This is an optimization exercise on Yosys and OpenROAD, whose aim is small area, a short achievable clock period and few clock cycles per item, not a production implementation. The RTL was checked by simulation tests, not by an equivalence proof against the original design. Power is estimated from default activity; no workload was simulated.

## old
==> flow/design.v (excerpt) <==
module dz16_rs_dec (
    input             clk,
    input             rst,         
    input             in_valid,
    output            in_ready,
    input      [63:0] in_data,
    output            out_valid,
    input             out_ready,
    output     [63:0] out_data,
    output            out_last,
    output     [1:0]  out_status   
);
Size in the first run: roughly 6100 cells after synthesis, roughly 140 I/O pins.
Settings: LEC_CHECK=0, CAP_MARGIN=10, CORE_MARGIN=2, CORE_UTILIZATION=40, SETUP_SLACK_MARGIN=5, SLEW_MARGIN=10; clock period 10.0 ns.
standard.sh (not shown) runs the stock make flow with config.mk's settings and CLKGATE_MAP_FILE= SYNTH_SCRIPT=/design/flow/synth_recipe.tcl, a recipe that flattens the netlist after the stock synthesis.
==> flow/flow/run.sh <==
#!/bin/bash
# The standard layout (standard.sh, unchanged synthesis and steps), except
#  - the input and output ports are buffered with buf_2 cells instead of the
#    default port buffer cell;
#  - clock tree synthesis does not add dummy loads to the clock tree leaves,
#    and clusters up to 24 registers (80 um across) per leaf buffer.
# Full make output goes to standard.log; ORFS's per-step logs stay in orfs/logs.
set -uo pipefail
export BUFFER_PORTS_ARGS="-buffer_cell sky130_fd_sc_hd__buf_2"
export CTS_ARGS="-sink_clustering_enable -repair_clock_nets -dont_use_dummy_load -sink_clustering_size 24 -sink_clustering_max_diameter 80"
bash standard.sh > standard.log 2>&1
Testbench counts of old, summed over its fixed seeds: cycles 17,376, items 1,920.
--- input diff old..new ---
- changing CAP_MARGIN from 10 to 20
- changing SLEW_MARGIN from 10 to 20
- changing CORE_UTILIZATION from 40 to 60
==> flow/flow/run.sh <==
#!/bin/bash
# The standard layout (standard.sh, unchanged synthesis and steps), except
# that the input and output ports are buffered with buf_2 cells instead of
# the default port buffer cell. Full make output goes to standard.log.
set -uo pipefail
export BUFFER_PORTS_ARGS="-buffer_cell sky130_fd_sc_hd__buf_2"
bash standard.sh > standard.log 2>&1
Results
- new went all the way through synthesis, placement and routing and the layout is clean on timing, DRC and antenna.
- Looking at the reports, old completed the entire flow and the layout it produced met the timing, design-rule and antenna checks.
- Compared with old, new shows clock slew at the register clock pins of the worst setup and hold paths lower by 20 ps.
- Of new and old, new shows the lower worst setup slack before clock tree synthesis, with old above it.
- On new: design area is about 1.6% higher than what old gave.
- In the flow results for new and old, the layout overhead on the synthesized area is smaller on old.
- Est. power | new vs old | new higher
- | maximum fanout along the worst path | new vs old | 1 lower |
- Height of the die | new below old
- Compared to old, new shows a narrower setup margin.

---

== tundra ==
dz16_rs_dec again, from the RTL that the note above started with.
clock: 10.0 ns
lec_check: 0
cap_margin: 20
core_margin: 2
core_utilization: 40
setup_slack_margin: 5
slew_margin: 20
==> flow/flow/run.sh <==
#!/bin/bash
# The standard layout (standard.sh, unchanged synthesis and steps), except
#  - the input and output ports are buffered with buf_2 cells instead of the
#    default port buffer cell;
#  - clock tree synthesis does not add dummy loads to the clock tree leaves,
#    and clusters up to 30 registers (100 um across) per leaf buffer.
# Full make output goes to standard.log; ORFS's per-step logs stay in orfs/logs.
set -uo pipefail
export BUFFER_PORTS_ARGS="-buffer_cell sky130_fd_sc_hd__buf_2"
export CTS_ARGS="-sink_clustering_enable -repair_clock_nets -dont_use_dummy_load -sink_clustering_size 30 -sink_clustering_max_diameter 100"
bash standard.sh > standard.log 2>&1
Testbench counts of tundra, summed over its fixed seeds: cycles 17,376, items 1,920.
Changes in yarrow relative to tundra:
- an added PLACE_DENSITY of 0.7
==> flow/flow/run.sh <==
#!/bin/bash
# The standard layout (standard.sh, unchanged synthesis and steps), except
#  - the input and output ports are buffered with buf_2 cells instead of the
#    default port buffer cell;
#  - clock tree synthesis does not add dummy loads to the clock tree leaves,
#    and clusters up to 24 registers (80 um across) per leaf buffer.
# Full make output goes to standard.log; ORFS's per-step logs stay in orfs/logs.
set -uo pipefail
export BUFFER_PORTS_ARGS="-buffer_cell sky130_fd_sc_hd__buf_2"
export CTS_ARGS="-sink_clustering_enable -repair_clock_nets -dont_use_dummy_load -sink_clustering_size 24 -sink_clustering_max_diameter 80"
bash standard.sh > standard.log 2>&1
## What came out
Of yarrow and tundra, tundra shows the higher initial antenna violation count, with yarrow below it. Looking only at clock latency at the later pin of the worst-skew pair, and setting everything else aside, the lower value of yarrow and tundra goes to tundra. Between yarrow and tundra, total routed wire length on the met1 layer is higher for tundra, yarrow comes in under that. yarrow vs. tundra: fraction of area in multi-input gates now sits lower; hold buffer count at CTS now sits at about the same level. Per the comparison of yarrow with tundra, ratio of final minimum period to clock period now sits at about the same level; non-clock buffer contribution to total cell area now sits at about the same level. Diff tundra -> yarrow: final sequential cell count flat, worst setup slack increased 0.011 ns, weighted congestion at the end of routability-driven global placement rose by 4.0%.
What onyx does differently from yarrow at the input level:
- an added GPL_ROUTABILITY_DRIVEN of 0
- a deleted PLACE_DENSITY that had been 0.7
--- outcome ---
Delta (onyx minus yarrow): area after synthesis stayed essentially flat; xor and xnor fraction of the mapped netlist area stayed essentially flat; register-to-register path setup slack stayed essentially flat; combinational power share rose by 1.2 points. Number of detailed-route iterations in the first pass came out exactly the same in yarrow and onyx. Relative to yarrow, the critical path depth of onyx is lower by 6. yarrow → onyx: synthesis-to-finish area growth level; global-route met3 utilization dropped 0.54 points; final critical delay including setup and external delays essentially unchanged; via count of the first global-routing pass saw a decrease.
[inputs] nickel vs onyx
- GPL_ROUTABILITY_DRIVEN removed (was 0)
==> flow/flow/run.sh <==
#!/bin/bash
# The standard layout (standard.sh, unchanged synthesis and steps), except
#  - the input and output ports are buffered with buf_2 cells instead of the
#    default port buffer cell;
#  - clock tree synthesis does not add dummy loads to the clock tree leaves.
# Full make output goes to standard.log; ORFS's per-step logs stay in orfs/logs.
set -uo pipefail
export BUFFER_PORTS_ARGS="-buffer_cell sky130_fd_sc_hd__buf_2"
export CTS_ARGS="-sink_clustering_enable -repair_clock_nets -dont_use_dummy_load"
bash standard.sh > standard.log 2>&1
==> comparison <==
- Higher power per standard cell area among onyx and nickel: nickel
- In terms of combinational-cell power consumption, nickel and onyx differ only marginally.
- Width of the die came out exactly the same in onyx and nickel.
- Uppermost metal layer occupied by signal nets: met4 -> onyx, met5 -> nickel

==> re-timing with driven ports <==
The results above use ideal ports. As a check the final layouts listed here were re-extracted and re-timed, cells and wires unchanged. Step 1: set_driving_cell puts a clkbuf_16 on clk and a buf_2 on each other input, an assumption about the parent block. Step 2, shift: input delay + t, output delay - t, t = (earliest + latest rising clock arrival at the registers) / 2. This alone moves slack from input paths to output paths. Slacks: ideal ports / drivers / drivers and shift; pairs: ideal ports / drivers.
run | shift t [ns] | setup slack, ns | worst hold slack (ns) | cell pins on the clock port's net
old | 0.721 | 5.084 / 5.055 / 4.473 | 0.268 / 0.268 / 0.268 | 1
new | 0.757 | 5.023 / 4.924 / 4.167 | 0.284 / 0.284 / 0.284 | 1
tundra | 0.709 | 5.067 / 5.037 / 4.591 | 0.276 / 0.276 / 0.276 | 1
yarrow | 0.729 | 5.079 / 5.017 / 4.288 | 0.270 / 0.270 / 0.270 | 1
onyx | 0.744 | 5.076 / 5.041 / 4.405 | 0.287 / 0.287 / 0.287 | 1
nickel | 0.763 | 5.055 / 4.982 / 4.439 | 0.255 / 0.255 / 0.255 | 1
After both steps setup and hold are still met in every run listed. The setup slack of new, which loses most, moves by -0.099 ns with the drivers and by -0.856 ns with both steps.
